This is an optimization exercise on Yosys and OpenROAD, whose aim is small area, a short achievable clock period and few clock cycles per item, not a production implementation.
The RTL was checked by simulation tests, not by an equivalence proof against the original design.
Power figures rest on the tool's default switching activity, not on a simulated workload.

[design.v]
module h16_bfly (
    input  wire        clk,
    input  wire        rst,
    input  wire        in_valid,
    input  wire [15:0] in_a,
    input  wire [15:0] in_b,
    input  wire        in_half,
    output reg         out_valid,
    output reg  [15:0] out_sum,
    output reg  [15:0] out_diff
);
    function automatic [15:0] h16_add(input [15:0] a, input [15:0] b, input half);
        reg        sa, sb, sx, sy, a_nan, b_nan, a_inf, b_inf;
        reg [7:0]  ea, eb, xa, xb, xx, xy, ma, mb, mx, my, d;
        reg [11:0] opx, opy, r, n, m;
        reg        sticky, eff_sub, rnd, stk, up;
        reg [3:0]  p;
        reg signed [10:0] e;
        reg [4:0]  sh;
        reg [15:0] enc;
        integer    k;
        begin
            sa = a[15];  ea = a[14:7];
            sb = b[15];  eb = b[14:7];
            a_nan = (ea == 8'hFF) && (a[6:0] != 0);
            b_nan = (eb == 8'hFF) && (b[6:0] != 0);
            a_inf = (ea == 8'hFF) && (a[6:0] == 0);
            b_inf = (eb == 8'hFF) && (b[6:0] == 0);
            ma = {ea != 0, a[6:0]};
            mb = {eb != 0, b[6:0]};
            xa = (ea == 0) ? 8'd1 : ea;
            xb = (eb == 0) ? 8'd1 : eb;
            if (a_nan || b_nan || (a_inf && b_inf && sa != sb)) begin
                h16_add = 16'h7FC0;
            end else if (a_inf) begin
                h16_add = a;
            end else if (b_inf) begin
                h16_add = b;
            end else begin
                if ({xb, mb} > {xa, ma}) begin
                    sx = sb; xx = xb; mx = mb;
                    sy = sa; xy = xa; my = ma;
                end else begin
                    sx = sa; xx = xa; mx = ma;
                    sy = sb; xy = xb; my = mb;
                end
                d = xx - xy;
                eff_sub = sx != sy;
                opx = {1'b0, mx, 3'b000};
                if (d > 8'd10) begin
                    opy = {11'd0, my != 0};
                end else begin
                    opy = {1'b0, my, 3'b000} >> d;
                    sticky = 1'b0;
                    for (k = 0; k < 8; k = k + 1)
                        if (k + 3 < d && my[k]) sticky = 1'b1;
                    opy[0] = opy[0] | sticky;
                end
                r = eff_sub ? opx - opy : opx + opy;
                if (r == 0) begin
                    h16_add = {sa & sb, 15'd0};
                end else begin
                    p = 4'd0;
                    for (k = 0; k < 12; k = k + 1)
                        if (r[k]) p = k[3:0];
                    n = r << (4'd11 - p);
                    e = $signed({3'b000, xx}) + $signed({7'd0, p}) - 11'sd10 - (half ? 11'sd1 : 11'sd0);
                    if (e >= 1) begin
                        m = n;
                        enc = {1'b0, e[7:0], n[10:4]};
                        if (e > 254) enc = 16'h7F80;
                    end else begin
                        sh = (e < -10) ? 5'd12 : 5'd1 - e[4:0];
                        m = n >> sh;
                        stk = 1'b0;
                        for (k = 0; k < 12; k = k + 1)
                            if (k < sh && n[k]) stk = 1'b1;
                        m[0] = m[0] | stk;
                        enc = {8'd0, m[11:4]};
                    end
                    if (enc == 16'h7F80) begin
                        h16_add = {sx, 15'h7F80};
                    end else begin
                        rnd = m[3];
                        stk = m[2:0] != 0;
                        up  = rnd && (stk || m[4]);
                        enc = enc + {15'd0, up};
                        h16_add = {sx, enc[14:0]};
                    end
                end
            end
        end
    endfunction
    always @(posedge clk) begin
        if (rst) begin
            out_valid <= 1'b0;
        end else begin
            out_valid <= in_valid;
            if (in_valid) begin
                out_sum  <= h16_add(in_a, in_b, in_half);
                out_diff <= h16_add(in_a, {~in_b[15], in_b[14:0]}, in_half);
            end
        end
    end
endmodule
[run.sh]
#!/bin/bash
# synth_recipe.tcl (not shown) runs the flow's synth.tcl, then flattens the netlist and writes it again
# the make line also repeats each setting of config.mk as NAME=value (left out here)
make -C /OpenROAD-flow-scripts/flow DESIGN_CONFIG=/design/flow/config.mk WORK_HOME=/design/flow/orfs CLKGATE_MAP_FILE= SYNTH_SCRIPT=/design/flow/synth_recipe.tcl finish
[config.mk]
export PLATFORM = sky130hd
export DESIGN_NAME = h16_bfly
export DESIGN_NICKNAME = h16_bfly
export VERILOG_FILES = /design/flow/design.v
export SDC_FILE = /design/flow/constraint.sdc
export NUM_CORES = 4
export LEC_CHECK = 0
export CAP_MARGIN = 20
export CORE_MARGIN = 2
export CORE_UTILIZATION = 40
export SLEW_MARGIN = 20
[constraint.sdc]
create_clock -name core_clock -period 20.0 [get_ports {clk}]
set_input_delay 4.0000 -clock core_clock [delete_from_list [all_inputs] [get_ports {clk}]]
set_output_delay 4.0000 -clock core_clock [all_outputs]
set_load 0.01 [all_outputs]
==> metrics.cfg <==
[floorplanning]
start_util = 0.405
die_h_um = 169
dieArea_mm2 = 0.0286
fp-row-count = 60
die_width_um = 169
core_area_mm2 = 0.0269
io_pins = 69

[logic_synthesis]
ys.flop_type = edfxtp_1
ys.warnings.count = 1
netlist_instances = 1643
netlist_area_mm2 = 0.0109
ys_seq_elements = 33
ys_async_sr_fraction = 0
avgSynthCellArea_um2 = 6.63
syn_nets = 1750
ys_seq_area_frac = 0.0900
synth_cell_types = 109
synth_edf_count = 32

[route]
wl_met1_mm = 18.1
ant_nets = 0
drtIter0Drc = 1465
dr_wl_met2_mm = 18.8
post_drt_wl_per_cell_um = 20.1
drt_wl_total_mm = 40.5
vias_per_cell = 6.56
drt_pass1_iterations = 5
via_count = 13200
top_layer = met4
drc = 0
wl_met3_mm = 2.67

[placement]
gp_congestion = 1.01
dpl.hpwl_mm = 32.3
dp_worst_setup_slack_ps = 148
numPortBuffers = 68

[cts]
cts_root_buf = clkbuf_16
cts-buffers-inserted = 5
h-tree-depth = 2
cts_hold_buf = 0
postCtsSetupRepairBufs = 0
cts_tree = yes
clock-sinks = 33
cts.repair.resized = 0
clk_pin_slew_ps = 50
cts_max_path_buffers = 2

[job]
cap_violations = 0

[global_route]
grt_overflow = 0
grt_pass1_vias = 11900
grt_pass1_wl_mm = 64.8
grt_usage = 0.275
antenna_found_initial = 0
grt_max_degree = 59

[sta]
tns_ps = 0
holdWs_ps = 4310
maxSlewViolCount = 0
fmax_mhz = 52.8
min_period_over_period = 0.947
fin_crit_ps = 18940
worst_slew_pin_slew_ps = 1080
rsz0062_at_grt = false
relSlewSlack = 0.277
setup_viol = 0
final_hold_viol_count = 0
setup_ws_ps = 1060

[critical_path]
crit_buf_inv = 8
critPathLaunchType = input pin
worst-path-max-fanout = 15
arrival_ps = 18960
crit_path_frequent_cell = a21oi_1
slowest_delay_ps = 670
cp-end-kind = flip-flop
critPathSlowestCell = ha_1
critPathKind = input pin to flip-flop
required_ps = 20020
crit_family = simple AND/OR/NAND/NOR gates

[outcome]
status = timing/DRC/antenna clean

[layout]
nFillCells = 2851
drive_above_1_share = 0.0682
final_nets = 1777
area_delta_synth_final_pct = 11.3
antenna_cells = 0

[power]
vdd_ir_drop_max_mv = 0.0475
p_per_area_mw_per_mm2 = 129
p_leak_uw = 0.00472

[hold_path]
min_from = rst
min_delay_path_depth = 2
hold_end = out_valid
hold_class = input pin to flip-flop

[cells in the final DEF, fill, tap and decap left out, types with 33 or more instances in the layout]
cell / n
nor3_1: 46
a21oi_1: 116
nor2_1: 203
inv_1: 81
nand4_1: 33
clkdlybuf4s50_1: 68
ha_1: 67
nand2_1: 195
o21ai_0: 106
o211ai_1: 38
nand3_1: 68
[power by group]
part / leakage, µW / switching [µW] / internal, µW / total [µW]
registers: 0.000311 / 3.83 / 109 / 113
clock network: 0.0000775 / 27.6 / 58.2 / 85.8
logic: 0.00434 / 891 / 471 / 1360
[flip-flops by register name, summed over array words and instances (netlist names)]
register	cells
out_diff	16
out_sum	16
out_valid	1
[cell usage after synthesis (12+ instances only)]
library cell | n | area share
and3_1 | 18 | 0.010
xnor2_1 | 32 | 0.026
nand4_1 | 33 | 0.019
o22ai_1 | 13 | 0.0075
o31ai_1 | 25 | 0.017
a211oi_1 | 28 | 0.019
nand3_1 | 69 | 0.032
a22oi_1 | 12 | 0.0083
xor2_1 | 18 | 0.014
a31oi_1 | 30 | 0.017
nand2b_1 | 16 | 0.0092
nor2b_1 | 14 | 0.0080
nand2_1 | 197 | 0.068
or2_2 | 13 | 0.0075
mux2i_1 | 17 | 0.016
inv_1 | 81 | 0.028
and2_1 | 17 | 0.0098
nor3_1 | 46 | 0.021
o21ai_0 | 106 | 0.049
o211ai_1 | 38 | 0.026
nor2_1 | 205 | 0.071
edfxtp_1 | 32 | 0.088
or3_1 | 19 | 0.011
clkbuf_1 | 59 | 0.020
or4_1 | 14 | 0.0096
a21oi_1 | 116 | 0.053
a21o_1 | 21 | 0.014
ha_1 | 68 | 0.078
[worst max-delay path by stage]
stage | from | end | slack, ps | cells after the start
floorplan | in_b[8] | out_sum[11] | 2500 | 66
global placement | in_b[8] | out_sum[14] | 190 | 58
detailed placement | in_b[8] | out_sum[11] | 150 | 58
CTS | in_b[8] | out_sum[11] | 390 | 58
global route | in_b[8] | out_sum[1] | 70 | 57
finish | in_b[8] | out_sum[11] | 1060 | 62
[kinds of logic (layout without fill, tap and decap cells)]
group                      after synthesis  in the layout  synth area share
and+or+nand+nor                        723            723             0.323
xor gates and xnor gates                51             51            0.0417
DFF                                     33             33            0.0900
AOI/OAI and AO/OA                      573            573             0.371
adders and majority gates               71             71            0.0836
muxes                                   27             27            0.0311
buffers and inverters                  165            193            0.0600
[through the flow]
step / instance area [µm²] / utilization / std cells / power (µW)
3_5_place_dp: 11900 / 0.443 / 2004 / 1430
5_1_grt: 12100 / 0.451 / 2012 / 1700
4_1_cts: 12100 / 0.449 / 2012 / 1530
3_3_place_gp: 11900 / 0.443 / 2004 / 1440
6_report: 12100 / 0.451 / 2012 / 1560
2_1_floorplan: 10900 / - / 1643 / 1090
[final cells by class]
class / count / area (µm²) / area share
multi-input cells: 1445 / 9320 / 0.769
flip-flops and latches: 33 / 981 / 0.0809
clock inverters: 3 / 41.3 / 0.00340
clock buffers: 5 / 125 / 0.0103
repair buffers: 97 / 898 / 0.0741
well taps: 341 / 427 / 0.0352
inverters: 88 / 333 / 0.0274
[metal layers]
layer  global-route usage  vias to the layer above
met1                0.377                     6233
met4               0.0788                        0
met5                    0                        -
met2                0.460                      554
li1                     -                     6333
met3               0.0253                       71
Testbench counts, summed over its fixed seeds: cycles 24,008, items 24,000.

[what the ideal ports hide]
Ports are ideal in the flow. The routed layout listed here was re-timed in OpenROAD.
Step 1, drivers: a clkbuf_16 drives clk and a buf_2 each remaining input, both assumed.
Step 2 times the ports against the registers' clock, not the clock port: input delays grow and output delays shrink by t, the midpoint of the rising clock arrivals with the driver on.
a / b / c = ideal / step 1 / step 2; a / b = the first two.
shift t [ns]: 0.310
setup slack, ns: 1.062 / 1.076 / 0.766
latest minus earliest clock arrival (ns): 0.008 / 0.009
slew at the worst register clock pin (ns): 0.06 / 0.06
After both steps setup and hold are still met in this run. For this run, drivers alone change the setup slack by +0.014 ns; drivers and shift together by -0.296 ns.
